From an optimization exercise on the open Yosys and OpenROAD flow, aimed at small area, a short achievable clock period and few clock cycles per item; shortcuts taken in it are not production practice. No functional check of the RTL was part of any run shown here. No activity file was given, so power comes from the tool's default toggle rates.

<file path="run.sh">
#!/bin/bash
# synth_recipe.tcl (not shown) runs the flow's synth.tcl, then flattens the netlist and writes it again
# the make line also repeats each setting of config.mk as NAME=value (left out here)
make -C /OpenROAD-flow-scripts/flow DESIGN_CONFIG=/design/flow/config.mk WORK_HOME=/design/flow/orfs CLKGATE_MAP_FILE= SYNTH_SCRIPT=/design/flow/synth_recipe.tcl finish
</file>
<file path="config.mk">
export PLATFORM = sky130hd
export DESIGN_NAME = mbcq_enc
export DESIGN_NICKNAME = mbcq_enc
export VERILOG_FILES = /design/flow/design.v
export SDC_FILE = /design/flow/constraint.sdc
export NUM_CORES = 4
export LEC_CHECK = 0
export CAP_MARGIN = 20
export CORE_MARGIN = 2
export CORE_UTILIZATION = 35
export PLACE_DENSITY = 0.5
export SLEW_MARGIN = 20
</file>
<file path="constraint.sdc">
create_clock -name core_clock -period 16.0 [get_ports {clk}]
set_input_delay 3.2000 -clock core_clock [delete_from_list [all_inputs] [get_ports {clk}]]
set_output_delay 3.2000 -clock core_clock [all_outputs]
set_load 0.01 [all_outputs]
</file>
<file path="design.v">
module mbcq_enc #(
    parameter integer N  = 34,      
    parameter integer HQ = 2        
) (
    input  wire        clk,
    input  wire        rst,         
    input  wire        in_valid,
    output wire        in_ready,
    input  wire        in_last,     
    input  wire [1:0]  in_fmt,      
    input  wire [1:0]  in_k,        
    input  wire [31:0] in_elem,     
    output wire        out_valid,
    input  wire        out_ready,
    output wire        out_hdr,     
    output wire        out_last,    
    output wire [15:0] out_data
);
    localparam integer PW = (N > 32) ? 6 : 5;       
    localparam integer QW = (HQ > 2) ? 2 : 1;       
    function automatic [4:0] lzc23;      
        input [22:0] v;
        integer i;
        begin
            lzc23 = 5'd22;
            for (i = 0; i < 23; i = i + 1)
                if (v[i]) lzc23 = 5'd22 - i[4:0];
        end
    endfunction
    wire        i_f16  = (in_fmt == 2'd2);
    wire        i_b16  = (in_fmt == 2'd1);
    wire        i_s    = (i_f16 || i_b16) ? in_elem[15] : in_elem[31];
    wire [7:0]  i_ex   = i_f16 ? {3'b000, in_elem[14:10]} : i_b16 ? in_elem[14:7] : in_elem[30:23];
    wire [22:0] i_man  = i_f16 ? {in_elem[9:0], 13'h0} : i_b16 ? {in_elem[6:0], 16'h0} : in_elem[22:0];
    wire [4:0]  i_lz   = i_f16 ? lzc23({in_elem[9:0], 13'h0}) :
                         i_b16 ? lzc23({in_elem[6:0], 16'h0}) : lzc23(in_elem[22:0]);
    reg        rdy;
    reg        a_v, a_last, a_s, a_f16;
    reg [1:0]  a_k;
    reg [7:0]  a_ex;
    reg [22:0] a_man;
    reg [4:0]  a_lz;
    assign in_ready = rdy;
    always @(posedge clk) begin
        a_s    <= i_s;
        a_ex   <= i_ex;
        a_man  <= i_man;
        a_lz   <= i_lz;
        a_f16  <= i_f16;
        a_k    <= in_k;
        a_last <= in_last;
        if (rst) a_v <= 1'b0;
        else     a_v <= in_valid & rdy;
    end
    wire        c_spec = a_f16 ? (a_ex[4:0] == 5'h1F) : (a_ex == 8'hFF);
    wire        c_sub  = (a_ex == 8'd0);
    wire        c_zero = c_sub && (a_man == 23'd0);
    wire [8:0]  c_base  = a_f16 ? 9'd368 : 9'd256;
    wire [8:0]  c_ebf   = c_sub ? c_base - {4'b0000, a_lz} : c_base + {1'b0, a_ex};
    wire [8:0]  c_eb    = c_spec ? 9'h1FF : c_zero ? 9'd0 : c_ebf;
    wire [22:0] c_frac  = c_sub ? (a_man << (a_lz + 5'd1)) : a_man;
    wire [25:0] c_word  = {a_s, c_eb, c_frac[22:8], |c_frac[7:0]};
    wire        c_fin   = !c_spec && !c_zero;          
    reg [25:0]   mem [0:N-1];
    reg [PW-1:0] wptr, rptr;
    reg [PW:0]   cnt;             
    reg [4:0]  bcnt;              
    reg [8:0]  e_run;             
    reg        esc_run;
    reg [1:0]  k_run;
    wire [8:0] e_new   = (c_fin && (c_eb > e_run)) ? c_eb : e_run;
    wire       esc_new = esc_run | c_spec;
    wire [1:0] k_new   = (bcnt == 5'd0) ? a_k : k_run;
    wire       b_end   = a_v && (a_last || bcnt == 5'd31);
    reg [16:0]   hq [0:HQ-1];
    reg [QW-1:0] hq_wp, hq_rp;
    reg [QW:0]   hq_cnt;
    always @(posedge clk) begin
        if (a_v) mem[wptr] <= c_word;
        if (b_end) hq[hq_wp] <= {esc_new, e_new, k_new, bcnt};
    end
    always @(posedge clk) begin
        if (rst) begin
            wptr    <= {PW{1'b0}};
            bcnt    <= 5'd0;
            e_run   <= 9'd0;
            esc_run <= 1'b0;
            hq_wp   <= {QW{1'b0}};
        end else if (a_v) begin
            wptr <= (wptr == N - 1) ? {PW{1'b0}} : wptr + 1'b1;
            if (b_end) begin
                bcnt    <= 5'd0;
                e_run   <= 9'd0;
                esc_run <= 1'b0;
                hq_wp   <= (hq_wp == HQ - 1) ? {QW{1'b0}} : hq_wp + 1'b1;
            end else begin
                bcnt    <= bcnt + 5'd1;
                e_run   <= e_new;
                esc_run <= esc_new;
                k_run   <= k_new;
            end
        end
    end
    reg        o_v, r2_v, r1_v;
    wire       bubble   = !o_v || !r2_v || !r1_v;
    wire       o_adv    = !o_v || out_ready;
    wire       r2_adv   = !r2_v || o_adv;
    wire       r1_adv   = bubble || out_ready;
    reg        rd_act;            
    reg [4:0]  rd_rem;            
    reg [16:0] rd_h;              
    reg [9:0]  rd_eoff;           
    wire [16:0] hq_h     = hq[hq_rp];
    wire        hq_any   = (hq_cnt != 0);
    wire        iss_hdr  = r1_adv && !rd_act && hq_any;
    wire        iss_code = r1_adv && rd_act;
    wire [8:0]  rd_emax  = rd_h[15:7];
    wire        rd_nz    = (rd_emax != 9'd0);
    wire [1:0]  rd_k     = rd_h[6:5];
    wire        rd_esc   = rd_h[16];
    wire [8:0]  rd_e     = rd_nz ? rd_emax + 9'd129 : 9'd0;      
    always @(posedge clk) begin
        rd_eoff <= !rd_nz ? 10'h3FF : {1'b0, rd_emax} + {9'd0, rd_esc} +
                   ((rd_k == 2'd0) ? 10'd10 : (rd_k == 2'd1) ? 10'd6 : 10'd2);
        if (rst) begin
            rd_act <= 1'b0;
            rptr   <= {PW{1'b0}};
            hq_rp  <= {QW{1'b0}};
        end else if (iss_hdr) begin
            rd_act  <= 1'b1;
            rd_rem  <= hq_h[4:0];
            rd_h    <= hq_h;
            hq_rp   <= (hq_rp == HQ - 1) ? {QW{1'b0}} : hq_rp + 1'b1;
        end else if (iss_code) begin
            rptr   <= (rptr == N - 1) ? {PW{1'b0}} : rptr + 1'b1;
            rd_rem <= rd_rem - 5'd1;
            if (rd_rem == 5'd0) rd_act <= 1'b0;
        end
    end
    always @(posedge clk) begin
        if (rst) begin
            cnt    <= {(PW+1){1'b0}};
            hq_cnt <= {(QW+1){1'b0}};
        end else begin
            cnt    <= cnt + a_v - iss_code;
            hq_cnt <= hq_cnt + b_end - iss_hdr;
        end
    end
    wire a_ends = a_v ? (!b_end && bcnt == 5'd30) : (bcnt == 5'd31);
    function automatic ready_nx;
        input [PW:0] c;
        input [QW:0] h;
        input        take, tend;
        begin
            ready_nx = ({1'b0, c} + take + 1 <= N) && ({1'b0, h} + tend + 1 <= HQ);
        end
    endfunction
    wire [PW:0] cnt_w  = cnt + a_v;                    
    wire [QW:0] hq_w   = hq_cnt + b_end;
    wire        hdr_if = !rd_act && hq_any;            
    wire        rdy_mv_v = ready_nx(cnt_w - rd_act, hq_w - hdr_if, 1'b1, in_last | a_ends);
    wire        rdy_mv_i = ready_nx(cnt_w - rd_act, hq_w - hdr_if, 1'b0, 1'b0);
    wire        rdy_st_v = ready_nx(cnt_w, hq_w, 1'b1, in_last | a_ends);
    wire        rdy_st_i = ready_nx(cnt_w, hq_w, 1'b0, 1'b0);
    wire        moves    = bubble || out_ready;
    always @(posedge clk) begin
        if (rst) rdy <= 1'b1;
        else if (moves) rdy <= (in_valid && rdy) ? rdy_mv_v : rdy_mv_i;
        else            rdy <= (in_valid && rdy) ? rdy_st_v : rdy_st_i;
    end
    reg [25:0] rd_word;
    integer m;
    always @(*) begin
        rd_word = 26'd0;
        for (m = 0; m < N; m = m + 1)
            rd_word = rd_word | (mem[m] & {26{rptr == m}});
    end
    reg        r1_hdr, r1_last;
    reg [25:0] r1_w;
    always @(posedge clk) begin
        if (rst) r1_v <= 1'b0;
        else if (r1_adv) r1_v <= iss_hdr || iss_code;
        if (r1_adv) begin
            r1_hdr  <= iss_hdr;
            r1_last <= iss_code && (rd_rem == 5'd0);
            r1_w    <= rd_word;
        end
    end
    wire [8:0]  r1_eb = r1_w[24:16];
    wire [9:0]  r1_d  = rd_eoff - {1'b0, r1_eb};
    wire [4:0]  r1_sh = (r1_d[9:5] != 5'd0) ? 5'd31 : r1_d[4:0];
    wire [16:0] r1_h  = {1'b1, r1_w[15:0]};
    wire [33:0] x_sh  = {r1_h, 17'h0} >> r1_sh;
    wire [14:0] x_q   = x_sh[31:17];
    wire        x_rnd = x_sh[16] & ((|x_sh[15:0]) | x_sh[17]);
    reg        r2_hdr, r2_last, r2_rnd, r2_s, r2_spec, r2_nan, r2_esc;
    reg [14:0] r2_q;
    reg [1:0]  r2_k;
    always @(posedge clk) begin
        if (rst) r2_v <= 1'b0;
        else if (r2_adv) r2_v <= r1_v;
        if (r2_adv) begin
            r2_hdr  <= r1_hdr;
            r2_last <= r1_last;
            r2_q    <= r1_hdr ? {6'd0, rd_e} : x_q;
            r2_rnd  <= x_rnd;
            r2_s    <= r1_w[25];
            r2_spec <= (r1_eb == 9'h1FF);
            r2_nan  <= (r1_w[15:0] != 16'd0);
            r2_esc  <= rd_esc;
            r2_k    <= rd_k;
        end
    end
    reg [14:0] hi_mask;       
    reg [15:0] kmask, top;    
    always @(*) begin
        case (r2_k)
            2'd0:    begin kmask = 16'h00FF; top = 16'h0080; end
            2'd1:    begin kmask = 16'h0FFF; top = 16'h0800; end
            default: begin kmask = 16'hFFFF; top = 16'h8000; end
        endcase
        case ({r2_k, r2_esc})
            3'b000:  hi_mask = 15'h7F80;
            3'b001:  hi_mask = 15'h7FC0;
            3'b010:  hi_mask = 15'h7800;
            3'b011:  hi_mask = 15'h7C00;
            3'b101, 3'b111: hi_mask = 15'h4000;
            default: hi_mask = 15'h0000;
        endcase
    end
    wire        ovf  = ((r2_q & hi_mask) != 15'd0) || (((r2_q | hi_mask) == 15'h7FFF) && r2_rnd);
    wire [15:0] lim  = {1'b0, ~hi_mask};
    wire [15:0] mag  = ovf ? lim : {1'b0, r2_q};
    wire        cin  = ovf ? r2_s : (r2_s ^ r2_rnd);
    wire [15:0] sgn  = (r2_s ? ~mag : mag) + {15'd0, cin};
    reg [15:0] code;
    always @(*) begin
        if (r2_hdr)
            code = {r2_esc, 6'b000000, r2_q[8:0]};
        else if (r2_spec)
            code = r2_nan ? top : r2_s ? top + 16'd1 : top - 16'd1;
        else
            code = sgn & kmask;
    end
    reg        o_hdr, o_last;
    reg [15:0] o_data;
    always @(posedge clk) begin
        if (rst) o_v <= 1'b0;
        else if (o_adv) o_v <= r2_v;
        if (o_adv) begin
            o_hdr  <= r2_hdr;
            o_last <= r2_last;
            o_data <= code;
        end
    end
    assign out_valid = o_v;
    assign out_hdr   = o_hdr;
    assign out_last  = o_last;
    assign out_data  = o_data;
endmodule
</file>
==> flow_summary.json, run 1 <==
{
  "die_area_um2": 134000,
  "power_frac_seq_pct": 43.8,
  "rows": 132,
  "ir_worst_vdd_mv": 0.124,
  "vias_per_cell": 5.83,
  "setup_ws_ns": 9.99,
  "synth.area.mux_share_pct": 2.39,
  "grt_remaining_overflow": 0,
  "synthAdderAreaFrac_pct": 2.11,
  "nNetsFinal": 3466,
  "async_flop_share_pct": 0,
  "grt_max_degree": 55,
  "synth-seq-cells": 1103,
  "drc": 0,
  "grt_pass1_wl_um": 220000,
  "clock_latency_ns": 0.76,
  "power.density_nw_per_um2": 154,
  "syn_nets": 3367,
  "hold_viol_final": 0,
  "fp.dieW_um": 366,
  "drt_pass1_iterations": 6,
  "cts_tree": "done",
  "max_stage_delay_ns": 0.99,
  "cp_data_arrival_time_ns": 6.62,
  "drive_gt1_share_pct": 12.2,
  "synthXorXnorAreaFrac_pct": 1.77,
  "tns_ns": 0,
  "clk_pin_slew_ns": 0.06,
  "ant_nets": 0,
  "netlist_area_um2": 45900,
  "status": "finished clean",
  "finalCriticalPeriod_ns": 6.01,
  "relSlewSlack_pct": 31.0,
  "htreeDepth": 3,
  "r2r_cells": 16,
  "grt_util_all_layers_pct": 23.0,
  "io_buffers": 60,
  "crit_required_ns": 16.62,
  "dp_hpwl_um": 88000,
  "mostFrequentLayoutCell": "edfxtp_1",
  "syn_avg_cell_area_um2": 14.1,
  "internal-power_w": 0.00553,
  "start_kind": "flop",
  "crit_slowest_cell": "or4_2",
  "cts_buffer_depth": 3,
  "routedWlPerCell_um": 30.5,
  "dr.first_iter.drc_count": 3490,
  "synth_top_family_by_area": "compound AO/OA/AOI/OAI gates",
  "start_util_pct": 35.4,
  "clkPwrFrac_pct": 31.5,
  "endpoint": "e_run[5]",
  "rsz0062_at_grt": "no",
  "endpoint_kind": "flop",
  "wl_um": 158000,
  "synth-simple-area-share_pct": 8.45,
  "crit_path_start": "a_ex[0]",
  "place_ws_ns": 9.49,
  "skew_ns": 0.0964,
  "crit_path_frequent_cell": "a21oi_1",
  "ys_types": 80,
  "worstPathCellList": "inv_1 -> ha_1 -> nand2_1 -> or4_2 -> mux2i_1 -> a41o_1 -> a21oi_1 -> inv_1 -> a21oi_1 -> mux2i_1 -> nand2_2 -> ha_1 -> a21oi_1 -> a2111oi_4 -> o22ai_1 -> a22o_1",
  "fp.coreArea_um2": 130000,
  "switching_share_pct": 31.8,
  "hold_class": "flop to flop",
  "first_global_vias": 28700,
  "drv_cap": 0,
  "cts_buffers": 114,
  "p_switching_w": 0.00258,
  "hold_buffers": 0,
  "ys.flop_type": "edfxtp_1",
  "syn_inst": 3249,
  "antenna_found_initial": 6,
  "cts_resized": 0,
  "clock-sinks": 1103,
  "r2r_end": "e_run[5]",
  "finalSetupViolations": 0,
  "n_fill_cell": 12100,
  "synth_compound_area_share_pct": 13.0,
  "fp.dieH_um": 366,
  "vias": 30200,
  "worst_pin_slew_ns": 1.03,
  "synth-edff-count": 1007,
  "io_pins": 61,
  "critPathKind": "flop to flop",
  "r2r_slack_ns": 9.99,
  "critPathMaxFanout": 36,
  "yosys_warnings": 1,
  "cts-root-buf": "clkbuf_16",
  "place_congestion": 0.823,
  "pwr-share-comb_pct": 24.7,
  "power.total_w": 0.00811,
  "syn2layout_area_growth_pct": 15.0,
  "final_cell_mix": "1007 x edfxtp_1, 287 x a22oi_1, 171 x nand2_1",
  "post_cts_buffers": 0,
  "finalCritPeriodShare_pct": 37.5,
  "max_freq_mhz": 166,
  "timing.rr.start": "a_ex[0]",
  "leakagePower_nw": 17.2,
  "final_max_slew_viol_count": 0,
  "yosysSeqAreaShare_pct": 70.0
}
-- cell families after synthesis --
family	after synthesis
flip-flops	1103
AND/OR/NAND/NOR	792
adder cells (fa/ha/maj)	77
AO/OA/AOI/OAI	819
XOR/XNOR	93
buffers and inverters	270
multiplexers	95
-- state kept, by name (all words and copies together) (netlist names), 2 cells and up, named ones only --
| name | flops |
|---|---|
| a_ex | 8 |
| a_k | 2 |
| a_lz | 5 |
| a_man | 23 |
| bcnt | 5 |
| cnt | 7 |
| e_run | 9 |
| hq | 34 |
| hq_cnt | 2 |
| k_run | 2 |
| mem | 884 |
| o_data | 16 |
| r1_w | 26 |
| r2_k | 2 |
| r2_q | 15 |
| rd_eoff | 10 |
| rd_h | 12 |
| rd_rem | 5 |
| rptr | 6 |
| wptr | 6 |
-- metal layers --
layer / routed length, µm / GRT usage, % / vias to the layer above
li1: - / - / 13000
met4: 4710 / 6.62 / 6
met5: 41 / 0 / -
met2: 76400 / 38.5 / 1400
met1: 63500 / 30.0 / 15500
met3: 13300 / 4.97 / 248
-- power groups by stage --
stage | clock [W] | combinational (W) | sequential (W)
2_1_floorplan | 0 | 0.00138 | 0.00355
3_3_place_gp | 0 | 0.00198 | 0.00361
3_5_place_dp | 0 | 0.00198 | 0.00361
4_1_cts | 0.00259 | 0.00199 | 0.00355
5_1_grt | 0.00269 | 0.00221 | 0.00357
6_report | 0.00256 | 0.00201 | 0.00355
-- stage by stage --
step | instances | util [%] | hold WS, ns | instance area, µm²
2_1_floorplan | 3249 | - | 0.400 | 45900
3_3_place_gp | 4974 | 37.9 | 0.414 | 49300
3_5_place_dp | 4974 | 37.9 | 0.410 | 49300
4_1_cts | 5181 | 40.7 | 0.425 | 52800
5_1_grt | 5181 | 40.7 | 0.438 | 52800
6_report | 5183 | 40.7 | 0.421 | 52800
-- worst min-delay path by stage --
| stage | start | to | depth (start not counted) |
|---|---|---|---|
| finish | r2_last | o_last | 0 |
| global route | r2_last | o_last | 0 |
| CTS | r2_last | o_last | 0 |
| detailed placement | r2_last | o_last | 0 |
| global placement | r2_last | o_last | 0 |
| floorplan | r2_last | o_last | 0 |
-- layout make-up --
| type | count | area (µm²) | share of cell area (%) |
|---|---|---|---|
| clock buffer | 154 | 3080 | 5.82 |
| antenna | 2 | 5.00 | 0.00947 |
| sequential | 1103 | 32200 | 60.9 |
| clock inverter | 53 | 484 | 0.916 |
| inverter | 80 | 300 | 0.568 |
| multi-input combinational | 1876 | 13200 | 24.9 |
| timing repair buffer | 173 | 1450 | 2.74 |
| tap | 1742 | 2180 | 4.13 |
-- cells in the mapped netlist (all sizes together) (12+ instances only) --
master | count | share of area [%]
nand2 | 173 | 1.4
a22oi | 287 | 4.7
nand4 | 92 | 1.3
nor4 | 27 | 0.38
and3 | 13 | 0.18
mux2i | 57 | 1.2
inv | 78 | 0.64
dfxtp | 96 | 4.2
nand3 | 83 | 0.90
o211ai | 12 | 0.20
ha | 76 | 2.1
xnor2 | 52 | 0.99
nor3 | 66 | 0.73
a211oi | 15 | 0.27
edfxtp | 1007 | 66
nand2b | 24 | 0.33
buf | 19 | 0.20
clkbuf | 171 | 1.4
a22o | 94 | 1.8
mux2 | 29 | 0.71
o22ai | 15 | 0.20
a21oi | 89 | 0.97
or3 | 13 | 0.18
a221oi | 82 | 1.6
nor2 | 204 | 1.7
xor2 | 41 | 0.78
and2 | 51 | 0.69
nor2b | 18 | 0.25
o21ai | 113 | 1.2
a31oi | 14 | 0.19
-- critical path: cells and delay by family (launching register included) --
| family | cells | cell delay [ns] |
|---|---|---|
| compound gates | 7 | 2.52 |
| mux | 2 | 0.59 |
| buf+inv | 2 | 0.14 |
| flops | 1 | 0.34 |
| fa+ha+maj | 2 | 0.70 |
| simple gates | 3 | 1.55 |
==> run 2: changes to the inputs <==
--- a/design.v
+++ b/design.v
@@ -18,48 +18,40 @@
 );
     localparam integer PW = (N > 32) ? 6 : 5;       
     localparam integer QW = (HQ > 2) ? 2 : 1;       
-    function automatic [4:0] lzc23;      
-        input [22:0] v;
-        integer i;
-        begin
-            lzc23 = 5'd22;
-            for (i = 0; i < 23; i = i + 1)
-                if (v[i]) lzc23 = 5'd22 - i[4:0];
-        end
-    endfunction
-    wire        i_f16  = (in_fmt == 2'd2);
-    wire        i_b16  = (in_fmt == 2'd1);
-    wire        i_s    = (i_f16 || i_b16) ? in_elem[15] : in_elem[31];
-    wire [7:0]  i_ex   = i_f16 ? {3'b000, in_elem[14:10]} : i_b16 ? in_elem[14:7] : in_elem[30:23];
-    wire [22:0] i_man  = i_f16 ? {in_elem[9:0], 13'h0} : i_b16 ? {in_elem[6:0], 16'h0} : in_elem[22:0];
-    wire [4:0]  i_lz   = i_f16 ? lzc23({in_elem[9:0], 13'h0}) :
-                         i_b16 ? lzc23({in_elem[6:0], 16'h0}) : lzc23(in_elem[22:0]);
     reg        rdy;
-    reg        a_v, a_last, a_s, a_f16;
-    reg [1:0]  a_k;
-    reg [7:0]  a_ex;
-    reg [22:0] a_man;
-    reg [4:0]  a_lz;
+    reg        a_v, a_last;
+    reg [1:0]  a_fmt, a_k;
+    reg [31:0] a_elem;
     assign in_ready = rdy;
     always @(posedge clk) begin
-        a_s    <= i_s;
-        a_ex   <= i_ex;
-        a_man  <= i_man;
-        a_lz   <= i_lz;
-        a_f16  <= i_f16;
+        a_elem <= in_elem;
+        a_fmt  <= in_fmt;
         a_k    <= in_k;
         a_last <= in_last;
         if (rst) a_v <= 1'b0;
         else     a_v <= in_valid & rdy;
     end
-    wire        c_spec = a_f16 ? (a_ex[4:0] == 5'h1F) : (a_ex == 8'hFF);
-    wire        c_sub  = (a_ex == 8'd0);
-    wire        c_zero = c_sub && (a_man == 23'd0);
-    wire [8:0]  c_base  = a_f16 ? 9'd368 : 9'd256;
-    wire [8:0]  c_ebf   = c_sub ? c_base - {4'b0000, a_lz} : c_base + {1'b0, a_ex};
-    wire [8:0]  c_eb    = c_spec ? 9'h1FF : c_zero ? 9'd0 : c_ebf;
-    wire [22:0] c_frac  = c_sub ? (a_man << (a_lz + 5'd1)) : a_man;
-    wire [25:0] c_word  = {a_s, c_eb, c_frac[22:8], |c_frac[7:0]};
+    wire        f16    = (a_fmt == 2'd2);
+    wire        b16    = (a_fmt == 2'd1);
+    wire        c_s    = (f16 || b16) ? a_elem[15] : a_elem[31];
+    wire [7:0]  c_ex   = f16 ? {3'b000, a_elem[14:10]} : b16 ? a_elem[14:7] : a_elem[30:23];
+    wire [22:0] c_man  = f16 ? {a_elem[9:0], 13'h0} : b16 ? {a_elem[6:0], 16'h0} : a_elem[22:0];
+    wire        c_spec = f16 ? (a_elem[14:10] == 5'h1F) : (c_ex == 8'hFF);
+    wire        c_sub  = (c_ex == 8'd0);
+    wire        c_zero = c_sub && (c_man == 23'd0);
+    reg [4:0] lead;
+    integer j;
+    always @(*) begin
+        lead = 5'd0;
+        for (j = 0; j < 23; j = j + 1)
+            if (c_man[j]) lead = j[4:0];
+    end
+    wire [22:0] sub_man = c_man << (5'd23 - lead);
+    wire [8:0]  eb_norm = f16 ? {4'b0000, c_ex[4:0]} + 9'd368 : {1'b1, c_ex};
+    wire [8:0]  eb_sub  = {4'b0000, lead} + (f16 ? 9'd346 : 9'd234);
+    wire [8:0]  c_eb    = c_spec ? 9'h1FF : c_zero ? 9'd0 : c_sub ? eb_sub : eb_norm;
+    wire [22:0] c_frac  = c_sub ? sub_man : c_man;
+    wire [25:0] c_word  = {c_s, c_eb, c_frac[22:8], |c_frac[7:0]};
     wire        c_fin   = !c_spec && !c_zero;          
     reg [25:0]   mem [0:N-1];
     reg [PW-1:0] wptr, rptr;
@@ -108,20 +100,19 @@
     wire       r1_adv   = bubble || out_ready;
     reg        rd_act;            
     reg [4:0]  rd_rem;            
-    reg [16:0] rd_h;              
     reg [9:0]  rd_eoff;           
+    reg [8:0]  rd_e;              
+    reg [1:0]  rd_k;
+    reg        rd_esc;
     wire [16:0] hq_h     = hq[hq_rp];
     wire        hq_any   = (hq_cnt != 0);
     wire        iss_hdr  = r1_adv && !rd_act && hq_any;
     wire        iss_code = r1_adv && rd_act;
-    wire [8:0]  rd_emax  = rd_h[15:7];
-    wire        rd_nz    = (rd_emax != 9'd0);
-    wire [1:0]  rd_k     = rd_h[6:5];
-    wire        rd_esc   = rd_h[16];
-    wire [8:0]  rd_e     = rd_nz ? rd_emax + 9'd129 : 9'd0;      
-    always @(posedge clk) begin
-        rd_eoff <= !rd_nz ? 10'h3FF : {1'b0, rd_emax} + {9'd0, rd_esc} +
-                   ((rd_k == 2'd0) ? 10'd10 : (rd_k == 2'd1) ? 10'd6 : 10'd2);
+    wire [8:0]  h_e      = hq_h[15:7];
+    wire        h_nz     = (h_e != 9'd0);
+    wire [9:0]  h_eoff   = !h_nz ? 10'h3FF : {1'b0, h_e} + {9'd0, hq_h[16]} +
+                           ((hq_h[6:5] == 2'd0) ? 10'd10 : (hq_h[6:5] == 2'd1) ? 10'd6 : 10'd2);
+    always @(posedge clk) begin
         if (rst) begin
             rd_act <= 1'b0;
             rptr   <= {PW{1'b0}};
@@ -129,7 +120,10 @@
         end else if (iss_hdr) begin
             rd_act  <= 1'b1;
             rd_rem  <= hq_h[4:0];
-            rd_h    <= hq_h;
+            rd_eoff <= h_eoff;
+            rd_e    <= h_nz ? h_e + 9'd129 : 9'd0;      
+            rd_k    <= hq_h[6:5];
+            rd_esc  <= hq_h[16];
             hq_rp   <= (hq_rp == HQ - 1) ? {QW{1'b0}} : hq_rp + 1'b1;
         end else if (iss_code) begin
             rptr   <= (rptr == N - 1) ? {PW{1'b0}} : rptr + 1'b1;
@@ -168,13 +162,6 @@
         else if (moves) rdy <= (in_valid && rdy) ? rdy_mv_v : rdy_mv_i;
         else            rdy <= (in_valid && rdy) ? rdy_st_v : rdy_st_i;
     end
-    reg [25:0] rd_word;
-    integer m;
-    always @(*) begin
-        rd_word = 26'd0;
-        for (m = 0; m < N; m = m + 1)
-            rd_word = rd_word | (mem[m] & {26{rptr == m}});
-    end
     reg        r1_hdr, r1_last;
     reg [25:0] r1_w;
     always @(posedge clk) begin
@@ -183,7 +170,7 @@
         if (r1_adv) begin
             r1_hdr  <= iss_hdr;
             r1_last <= iss_code && (rd_rem == 5'd0);
-            r1_w    <= rd_word;
+            r1_w    <= mem[rptr];
         end
     end
     wire [8:0]  r1_eb = r1_w[24:16];
==> flow_summary.json, run 2 <==
{
  "status": "finished clean",
  "yosys_warnings": 1,
  "cts_resized": 0,
  "final_cell_mix": "1017 x edfxtp_1, 261 x mux4_2, 155 x nor2_1",
  "synth-seq-cells": 1099,
  "finalCriticalPeriod_ns": 6.49,
  "async_flop_share_pct": 0,
  "ir_worst_vdd_mv": 0.129,
  "ys_types": 98,
  "clk_pin_slew_ns": 0.06,
  "leakagePower_nw": 17.5,
  "io_pins": 61,
  "drv_cap": 0,
  "endpoint_kind": "flop",
  "clock_latency_ns": 0.76,
  "vias_per_cell": 5.57,
  "final_max_slew_viol_count": 0,
  "io_buffers": 60,
  "hold_viol_final": 0,
  "rows": 135,
  "yosysTopAreaCellShare_pct": 63.8,
  "max_freq_mhz": 154,
  "hold_buffers": 0,
  "nNetsFinal": 3134,
  "hold_class": "flop to flop",
  "grt_pass1_wl_um": 195000,
  "yosysSeqAreaShare_pct": 67.2,
  "htreeDepth": 3,
  "crit_required_ns": 16.63,
  "syn_nets": 3031,
  "finalSetupViolations": 0,
  "syn_inst": 2919,
  "drive_gt1_share_pct": 20.7,
  "wl_um": 134000,
  "dr.first_iter.drc_count": 2363,
  "syn_avg_cell_area_um2": 16.4,
  "fp.dieH_um": 374,
  "cts_buffer_depth": 3,
  "routedWlPerCell_um": 27.3,
  "worst_pin_slew_ns": 1.10,
  "power.total_w": 0.00878,
  "fp.coreArea_um2": 136000,
  "drc": 0,
  "critPathMaxFanout": 35,
  "r2r_slack_ns": 9.51,
  "grt_remaining_overflow": 0,
  "largest-register": "mem",
  "synth.largest_area_cell": "edfxtp_1",
  "start_util_pct": 35.3,
  "syn2layout_area_growth_pct": 14.5,
  "power.density_nw_per_um2": 160,
  "ant_nets": 0,
  "netlist_area_um2": 47900,
  "post_cts_buffers": 0,
  "tns_ns": 0,
  "start_kind": "flop",
  "finalCritPeriodShare_pct": 40.6,
  "skew_ns": 0.0596,
  "antenna_found_initial": 6,
  "cp_data_arrival_time_ns": 7.12,
  "mostFrequentLayoutCell": "edfxtp_1",
  "critPathKind": "flop to flop",
  "drt_pass1_iterations": 5,
  "reg.largest.list": "mem: 884 flops, hq: 34 flops, a_elem: 32 flops",
  "grt_max_degree": 106,
  "cts_tree": "done",
  "synth_most_common_cell": "edfxtp_1",
  "cts_buffers": 114,
  "dp_hpwl_um": 76900,
  "grt_util_all_layers_pct": 19.0,
  "cts-root-buf": "clkbuf_16",
  "die_area_um2": 140000,
  "vias": 27300,
  "fp.dieW_um": 374,
  "first_global_vias": 27500,
  "synth_common_cells": "1017 x edfxtp_1, 261 x mux4_2, 187 x nor2_1",
  "clock-sinks": 1099,
  "largest_register_ffs": 884,
  "rsz0062_at_grt": "no",
  "ys.flop_type": "edfxtp_1",
  "synth_top_cells_by_area": "edfxtp_1 64%, mux4_2 12%, dfxtp_1 3.4%, mux2i_1 1.9%, ha_1 1.8%",
  "synth-edff-count": 1017,
  "relSlewSlack_pct": 26.4,
  "place_congestion": 0.845
}
[run 2: worst paths after layout]
| path | from | to | depth (start not counted) |
|---|---|---|---|
| worst max-delay path | a_fmt[1] | e_run[7] | 18 |
| worst max register to register | a_fmt[1] | e_run[7] | 18 |
| worst min register to register | rd_k[1] | r2_k[1] | 0 |
| worst min-delay path | rd_k[1] | r2_k[1] | 0 |
[run 2: routing by layer]
layer,track usage (%),part of all wire (%)
met5,0,0
met1,25.4,42
met4,4.40,2.1
met2,32.9,51
met3,2.58,4.9
[run 2: through the flow]
| step | cells | util, % | instance area, µm² | hold slack [ns] | setup WS, ns |
|---|---|---|---|---|---|
| after floorplan | 2919 | - | 47900 | 0.400 | 9.80 |
| after detailed placement | 4687 | 37.6 | 51000 | 0.410 | 9.17 |
| after global routing | 4900 | 40.4 | 54800 | 0.429 | 8.97 |
| after global placement | 4687 | 37.6 | 51000 | 0.410 | 9.33 |
| after CTS | 4900 | 40.4 | 54800 | 0.424 | 9.14 |
| final | 4901 | 40.4 | 54800 | 0.421 | 9.51 |
[run 2: critical path, stage by stage, from the launching register on]
cell	delay [ns]
dfxtp_1	0.31
inv_1	0.05
ha_1	0.13
buf_4	0.31
mux2i_1	0.27
o21ai_0	0.19
nor4_2	0.67
and3_1	0.77
a311oi_1	0.25
nor3_1	0.22
a211oi_1	0.08
o31ai_1	0.49
nand2_2	0.47
ha_1	0.49
a21oi_1	0.07
o21ai_0	0.21
nand4_1	0.58
mux2_1	0.58
a22o_1	0.23
[run 2: cell families (layout without fill, tap and decap cells)]
| kind of cell | Yosys count | after routing | synth area share (%) |
|---|---|---|---|
| AOI/OAI and AO/OA | 433 | 433 | 6.11 |
| xor gates and xnor gates | 81 | 81 | 1.48 |
| adders and majority gates | 71 | 71 | 1.87 |
| buffers and inverters | 243 | 443 | 2.13 |
| DFF | 1099 | 1099 | 67.2 |
| muxes | 389 | 389 | 15.1 |
| other | 0 | 1 | 0 |
| and+or+nand+nor | 603 | 603 | 6.11 |
[run 2: cell type report]
type / instances / area [µm²]
fillers: 12200 / 80800
flip-flops and latches: 1099 / 32200
multi-input cells: 1577 / 15000
diodes: 1 / 2.50
repair buffers: 153 / 1310
well taps: 1781 / 2230
clock inverters: 71 / 732
clock buffers: 142 / 3040
inverters: 77 / 289
[run 2: report_power, final]
part           leakage [nW]  internal, W  switching [W]
clock network          1.81      0.00150        0.00114
logic                  5.64      0.00112        0.00149
registers              10.1      0.00335       0.000185

## re-timing with driven ports
How much do the figures lean on ideal ports? The routed layouts below were timed once more, with nothing changed but the port constraints.
Step 1 (the two cells are an assumption about what drives the block):
set clk [get_ports {clk}]
set_driving_cell -lib_cell sky130_fd_sc_hd__clkbuf_16 $clk
set_driving_cell -lib_cell sky130_fd_sc_hd__buf_2 [delete_from_list [all_inputs] $clk]
Step 2, shift: input delay + t, output delay - t, t = (earliest + latest rising clock arrival at the registers) / 2. This alone moves slack from input paths to output paths.
Slacks: ideal / step 1 / step 2; pairs: ideal / step 1.
run | t, ns | slack for setup (ns) | worst setup path at the end | latest minus earliest clock arrival (ns)
run 1 | 0.787 | 9.992 / 9.992 / 9.576 | input to register | 0.098 / 0.099
run 2 | 0.801 | 9.510 / 9.510 / 9.510 | register to register | 0.069 / 0.070
After both steps setup and hold are still met in every run listed. For run 1, which loses most, drivers alone change the setup slack by 0.000 ns; drivers and shift together by -0.416 ns.
